Source: an optimization exercise on an open RTL-to-GDS flow (aim: small area and a short achievable clock period). Production flows keep margins and buffers that such runs may drop. In this exercise RTL edits were held to simulation tests only and were not proved equivalent to the original. Power is estimated from default activity; no workload was simulated.

## flow/design.v (module list and top-level ports; edited modules follow where they fit)
// module frame_phase: 2440 lines
module frame_phase (
    input  wire        clk,
    input  wire        rst_n,         
    input  wire        cmd_valid,
    input  wire [2:0]  cmd_op,
    input  wire [2:0]  cmd_frame,
    input  wire [63:0] cmd_tick,      
    input  wire [63:0] cmd_data,
    output reg         r_valid,
    output reg  [47:0] r_acc,
    output wire [47:0] r_phase
);
  // ...
==> flow/flow/run.sh <==
#!/bin/bash
set -euo pipefail
bash standard.sh SETUP_SLACK_MARGIN=13.2 "BUFFER_PORTS_ARGS=-buffer_cell sky130_fd_sc_hd__buf_2" finish > flow_make.log 2>&1
==> flow/standard.sh <==
#!/bin/bash
# synth_recipe.tcl (not shown) runs the flow's synth.tcl, then flattens the netlist and writes it again
# the make line also repeats each setting of config.mk as NAME=value (left out here)
make -C /OpenROAD-flow-scripts/flow DESIGN_CONFIG=/design/flow/config.mk WORK_HOME=/design/flow/orfs CLKGATE_MAP_FILE= SYNTH_SCRIPT=/design/flow/synth_recipe.tcl "${@:-finish}"
==> flow/config.mk <==
export PLATFORM = sky130hd
export DESIGN_NAME = frame_phase
export DESIGN_NICKNAME = frame_phase
export VERILOG_FILES = /design/flow/design.v
export SDC_FILE = /design/flow/constraint.sdc
export NUM_CORES = 4
export LEC_CHECK = 0
export ABC_AREA = 1
export CAP_MARGIN = 20
export CORE_MARGIN = 2
export CORE_UTILIZATION = 60
export CTS_BUF_LIST = sky130_fd_sc_hd__clkbuf_16
export CTS_CLUSTER_DIAMETER = 80
export CTS_CLUSTER_SIZE = 25
export SLEW_MARGIN = 20
==> flow/constraint.sdc <==
create_clock -name core_clock -period 18.0 [get_ports {clk}]
set_input_delay 3.6000 -clock core_clock [delete_from_list [all_inputs] [get_ports {clk}]]
set_output_delay 3.6000 -clock core_clock [all_outputs]
set_load 0.01 [all_outputs]
==> qor.txt, run 1 <==
Status: complete, no violations
Commonest cells post-synth: nand2_1 (1025), edfxtp_1 (1024), xor2_1 (669)
Finished Layout Cells: 8699
Layout non-clock buf frac: 5.198%
Sequential cell count: 1553
CP startpoint kind: flip-flop
Commonest non-fill, non-tap cell in the layout: edfxtp_1
Overall routing resource usage: 38.35%
Crit path time final: 4.836 ns
CP Max Fanout: 1
Simple-gate area share of the yosys netlist: 8.366%
Initial antenna violation count: 8
Register area share after synthesis: 51.43%
Post-Synth Adder-Cell Area: 17.48%
Worst hold path startpoint: s2_lo[8]$_DFF_P_
P_sw: 1.646 mW
Met2 wire len: 118400 um
Vias in the first global route: 54030
Multiplexer area fraction after synthesis: 0.6258%
Met1 Track Usage GR: 50.23%
Die area: 136900 um^2
Hold-fix buffers, CTS: 0
Post-Syn Instances: 6705
Fraction of area in multi-input gates: 40.41%
Synthesized area per cell: 11.99 um^2
Worst Setup End Kind: primary output
Reg power frac: 59.7%
==> run 2: changes to the inputs <==
--- a/flow/design.v
+++ b/flow/design.v
@@ -15,50 +15,50 @@
     localparam OP_SHIFT     = 3'd2;
     localparam OP_SET_PHASE = 3'd3;
     localparam OP_PAULI     = 3'd4;
     localparam OP_WR_PHASE  = 3'd5;
     localparam OP_WR_ANCHOR = 3'd6;
     localparam OP_WR_CTRL   = 3'd7;
     wire acc_cmd = rst_n & cmd_valid;
     reg  [7:0]  s0_sel;      
-    reg         s0_q, s0_clr, s0_sh, s0_sp, s0_pauli, s0_wp, s0_ctrl, s0_setf, s0_wa;
+    reg         s0_q, s0_clr, s0_sh, s0_sp, s0_pauli, s0_wp, s0_ctrl;
     reg  [47:0] s0_tick;     
-    reg  [48:0] s0_data;
+    reg  [31:0] s0_data;
     always @(posedge clk) begin
         s0_sel   <= 8'd1 << cmd_frame;
         s0_q     <= acc_cmd & (cmd_op == OP_QUERY);
         s0_clr   <= acc_cmd & (cmd_op == OP_SET_FREQ) & cmd_data[48];
         s0_sh    <= acc_cmd & (cmd_op == OP_SHIFT);
         s0_sp    <= acc_cmd & (cmd_op == OP_SET_PHASE);
         s0_pauli <= acc_cmd & (cmd_op == OP_PAULI);
         s0_wp    <= acc_cmd & (cmd_op == OP_WR_PHASE);
         s0_ctrl  <= acc_cmd & (cmd_op == OP_WR_CTRL);
-        s0_setf  <= acc_cmd & (cmd_op == OP_SET_FREQ);
-        s0_wa    <= acc_cmd & (cmd_op == OP_WR_ANCHOR);
         s0_tick  <= cmd_tick[47:0];
-        s0_data  <= cmd_data[48:0];
+        s0_data  <= cmd_data[31:0];
     end
     reg [47:0] freq0, freq1, freq2, freq3, freq4, freq5, freq6, freq7;
     reg [47:0] anch0, anch1, anch2, anch3, anch4, anch5, anch6, anch7;
     reg [7:0]  freq_ok, anch_ok;
     wire [7:0] in_sel = 8'd1 << cmd_frame;
-    wire s0_wanch = s0_wa | (s0_setf & s0_data[48]);
-    wire [7:0] we_freq = {8{s0_setf}} & s0_sel;
-    wire [7:0] we_anch = {8{s0_wanch}} & s0_sel;
-    wire [47:0] anch_new = s0_wa ? s0_data[47:0] : s0_tick;
+    wire in_setf  = cmd_valid & (cmd_op == OP_SET_FREQ);
+    wire in_wa    = cmd_valid & (cmd_op == OP_WR_ANCHOR);
+    wire in_wanch = in_wa | (in_setf & cmd_data[48]);
+    wire [7:0] we_freq = {8{in_setf}} & in_sel;
+    wire [7:0] we_anch = {8{in_wanch}} & in_sel;
+    wire [47:0] anch_new = in_wa ? cmd_data[47:0] : cmd_tick[47:0];
     always @(posedge clk) begin
-        if (we_freq[0]) freq0 <= s0_data[47:0];
-        if (we_freq[1]) freq1 <= s0_data[47:0];
-        if (we_freq[2]) freq2 <= s0_data[47:0];
-        if (we_freq[3]) freq3 <= s0_data[47:0];
-        if (we_freq[4]) freq4 <= s0_data[47:0];
-        if (we_freq[5]) freq5 <= s0_data[47:0];
-        if (we_freq[6]) freq6 <= s0_data[47:0];
-        if (we_freq[7]) freq7 <= s0_data[47:0];
+        if (we_freq[0]) freq0 <= cmd_data[47:0];
+        if (we_freq[1]) freq1 <= cmd_data[47:0];
+        if (we_freq[2]) freq2 <= cmd_data[47:0];
+        if (we_freq[3]) freq3 <= cmd_data[47:0];
+        if (we_freq[4]) freq4 <= cmd_data[47:0];
+        if (we_freq[5]) freq5 <= cmd_data[47:0];
+        if (we_freq[6]) freq6 <= cmd_data[47:0];
+        if (we_freq[7]) freq7 <= cmd_data[47:0];
         if (we_anch[0]) anch0 <= anch_new;
         if (we_anch[1]) anch1 <= anch_new;
         if (we_anch[2]) anch2 <= anch_new;
         if (we_anch[3]) anch3 <= anch_new;
         if (we_anch[4]) anch4 <= anch_new;
         if (we_anch[5]) anch5 <= anch_new;
         if (we_anch[6]) anch6 <= anch_new;
         if (we_anch[7]) anch7 <= anch_new;
==> run 2 against run 1 <==
Final area decreased by 1.1%. Die area is 0.67% lower. Combinational power is 7.9% higher. Critical path depth rose by 12. First-iteration DRC count fell by 14%. Worst setup slack worse by 0.035 ns. Critical path type is now flip-flop to flip-flop. Largest cell class unchanged.
==> qor.txt, run 2 <==
DRT Pass-1 Iters: 8
Vias in the first global route: 53030 (-1.9%)
Worst hold path startpoint: s2_lo[10]$_DFF_P_
RD Place Congestion: 1.023
Final Cell Area: 88940 um^2
Commonest non-fill, non-tap cell in the layout: edfxtp_1
Fraction of layout cells with a size suffix above 1: 14.95%
H-tree depth: 3
Slew HR: 21.87%
Clock Latency Late Sink: 0.76 ns
Iter 0 DRT Violations: 6357
Area Overhead vs Synth: 11.40%
Max-slew violations: 0
Critical Path AT: 5.49 ns
EDFF count, synth: 1024
Top-count cell post-synth: edfxtp_1
Ys async rst share: 0%
Unrepaired setup endpoints after global routing: yes
Commonest non-fill, non-tap cells in the layout: edfxtp_1 (1024), nand2_1 (940), xor2_1 (655)
Worst Setup End Kind: flip-flop
Met2 wire len: 116500 um (-1.5%)
Synth top area cells: edfxtp_1 (39%), fa_1 (15%), dfxtp_1 (13%), xor2_1 (7.4%), nand2_1 (4.4%)
CTS clk-pin slew, worst paths: 0.09 ns
Worst endpoint required time: 18.62 ns
TNS Setup: 0 ns
Mapped Nets: 7485
Setup WS post-layout: 13.13 ns
Maxcap violations: 0
Final setup fails: 0
Skew final: 0.04848 ns
Crit path from: s1_two[12]$_DFF_P_
Seq cells post-synth: 1534
Ys Warns: 1
Worst R2R Setup Slack: 13.13 ns
Placed Area: 82620 um^2
Reg2reg start: s1_two[12]$_DFF_P_
Crit path time final: 4.871 ns (+0.03450 ns)
Max frequency: 0.2053 GHz
Worst slack, placed: 11.70 ns
Setup CP Type: flip-flop to flip-flop
Hold-fix buffers, CTS: 0 (unchanged)
Die Height: 368.8 um
GR Overflow Total: 0
Largest net degree at the start of global routing: 60
Total CTS buffers: 82
Reg power frac: 59.3% (-0.4 points)
DR WL met3: 27600 um
Status: complete, no violations
Met1 Wirelength: 94410 um
Register area share after synthesis: 51.31% (-0.13 points)
DR DRC count: 0
Worst Setup EP: s2_C[46]$_DFF_P_
Ys flop type: edfxtp_1
Commonest cells post-synth: edfxtp_1 (1024), nand2_1 (946), xor2_1 (672)
Initial antenna violation count: 22 (+14)
Worst Max-Slew Pin Slew: 1.168 ns
Root buffer selected by CTS: clkbuf_16
Leakage: 31.00 nW
HP Class: flip-flop to flip-flop
Final hold slack: 0.3266 ns
Library cells used by synthesis: 56
Clock Power Share: 31.9%
HPWL Detailed: 159200 um
Worst VDD drop: 114.0 uV
Synthesized area per cell: 12.10 um^2 (+0.97%)
RR Endpoint: s2_C[46]$_DFF_P_
Final Hold Vio Count: 0
Via count: 54190
Vias/cell: 6.330
CTS tree: built
Die W: 368.8 um
Clk buf depth: 3
CP Max Fanout: 23 (+22)
ANT nets after route: 0
Initial Util: 60.57%
Routed length per instance: 29.73 um
R2r worst-path depth: 13
Overall routing resource usage: 37.07% (-1.3 points)
Fin util: 67.48%
First-pass GRT wire length: 363500 um
Post-Route WL: 254500 um
Sink Count: 1534
Core Box Area: 131800 um^2
Comb power frac: 8.8%
IO Count: 234
NumNets Final: 7613
Int Power: 4.878 mW
Power per cell area: 73.25 nW/um^2
Post-synth top area share: 38.52%
Post-Syn Instances: 6596 (-1.6%)
Yosys top cell by area: edfxtp_1
CP startpoint kind: flip-flop
P_sw: 1.636 mW (-0.57%)
Row count: 133
Final Cycle Share: 27.06%
Synth Cell Area: 79830 um^2
DR top layer: met5
Switching Fraction: 25.12%
Die area: 136000 um^2 (-0.67%)
Port bufs: 202
-- run 2: cell types whose count changed in the layout (fill, tap and decap cells not counted), moves of 16 or more --
cell	before	now
o22ai_1	518	535
nand2_1	1015	940
a22o_1	177	200
o22ai_2	31	15
nor2_1	155	139
inv_1	510	471
-- run 2: cell families (layout without fill, tap and decap cells) --
group	count (synthesis)	count (layout)	share of synthesized area, %
flops	1534	1534	51.31
simple gates	1466	1466	8.173
compound gates	1126	1126	9.430
buf+inv	913	1111	4.504
xor+xnor	753	753	8.261
fa+ha+maj	752	752	17.60
mux	52	52	0.7272
other cells	0	11	0
-- run 2: timing repair --
action / 4_1_cts / 5_1_grt
buffers inserted: 45 / 45
pin swaps: 29 / 46
endpoints found under the hold margin: 0 / 0
cloned: 12 / 7
gates resized for setup: 388 / 233
endpoints found under the setup margin: 766 / 652
-- run 2: stage by stage --
step	cells	total power, mW
floorplan	6596	4.187
global placement	8286	4.421
detailed placement	8286	4.430
CTS	8497	6.491
global route	8554	6.692
finish	8560	6.514
-- run 2: final cells by class --
cell class,instances,area (um^2)
clock inverters,70,531.8
repair inverters,1,7.507
flip-flops and latches,1534,41190
multi-input cells,4149,36290
well taps,1755,2196
fillers,9711,42860
repair buffers,435,4414
clock buffers,84,2102
inverters,521,2177
diodes,11,27.53
-- run 2: power groups by stage --
stage	sequential, mW	clock [mW]	combinational, mW
floorplan	3.92	0	0.267
global placement	3.93	0	0.488
detailed placement	3.93	0	0.495
CTS	3.86	2.10	0.531
global route	3.86	2.23	0.595
finish	3.86	2.08	0.573
-- run 2: worst min path at each step --
stage | to | cells past startpoint
floorplan | r_acc[0]$_DFF_P_ | 0
global placement | r_acc[0]$_DFF_P_ | 0
detailed placement | r_acc[8]$_DFF_P_ | 0
CTS | r_acc[10]$_DFF_P_ | 0
global route | r_acc[8]$_DFF_P_ | 0
finish | r_acc[10]$_DFF_P_ | 0
-- run 2: critical path, stage by stage, from the launching register on --
cell and delay, ns:
dfxtp_1 0.31, inv_1 0.04, buf_4 0.40, o22ai_1 0.19, xor2_1 0.19, fa_1 0.44
fa_1 0.58, fa_1 0.46, fa_2 0.38, fa_1 0.43, inv_1 0.10, fa_1 0.42
fa_2 0.71, inv_1 0.06
-- run 2: routing by layer --
| metal | track usage [%] | vias to the layer above |
|---|---|---|
| li1 | - | 23110 |
| met1 | 48.02 | 27000 |
| met2 | 58.27 | 3301 |
| met3 | 9.271 | 778 |
| met4 | 18.84 | 6 |
| met5 | 0 | - |

==> re-timing with driven ports <==
How much do the figures lean on ideal ports? The routed layouts below were timed once more, with nothing changed but the port constraints. Step 1 (the two cells are an assumption about what drives the block):
set clk [get_ports {clk}]
set_driving_cell -lib_cell sky130_fd_sc_hd__clkbuf_16 $clk
set_driving_cell -lib_cell sky130_fd_sc_hd__buf_2 [delete_from_list [all_inputs] $clk]
Step 2 times the ports against the registers' clock, not the clock port: input delays grow and output delays shrink by t, the midpoint of the rising clock arrivals with the driver on. a / b / c = ideal ports / drivers / drivers and shift; a / b = the first two.
| run | shift t [ns] | slack for setup (ns) | clock arrival spread, ns | worst slew at a driven data input, ns |
|---|---|---|---|---|
| run 1 | 0.807 | 13.164 / 13.085 / 12.684 | 0.050 / 0.050 | 0.07 |
| run 2 | 0.822 | 13.129 / 13.091 / 12.414 | 0.049 / 0.050 | 0.29 |
After both steps every run listed still meets setup and hold. The setup slack of run 2, which loses most, moves by -0.038 ns with the drivers and by -0.715 ns with both steps.
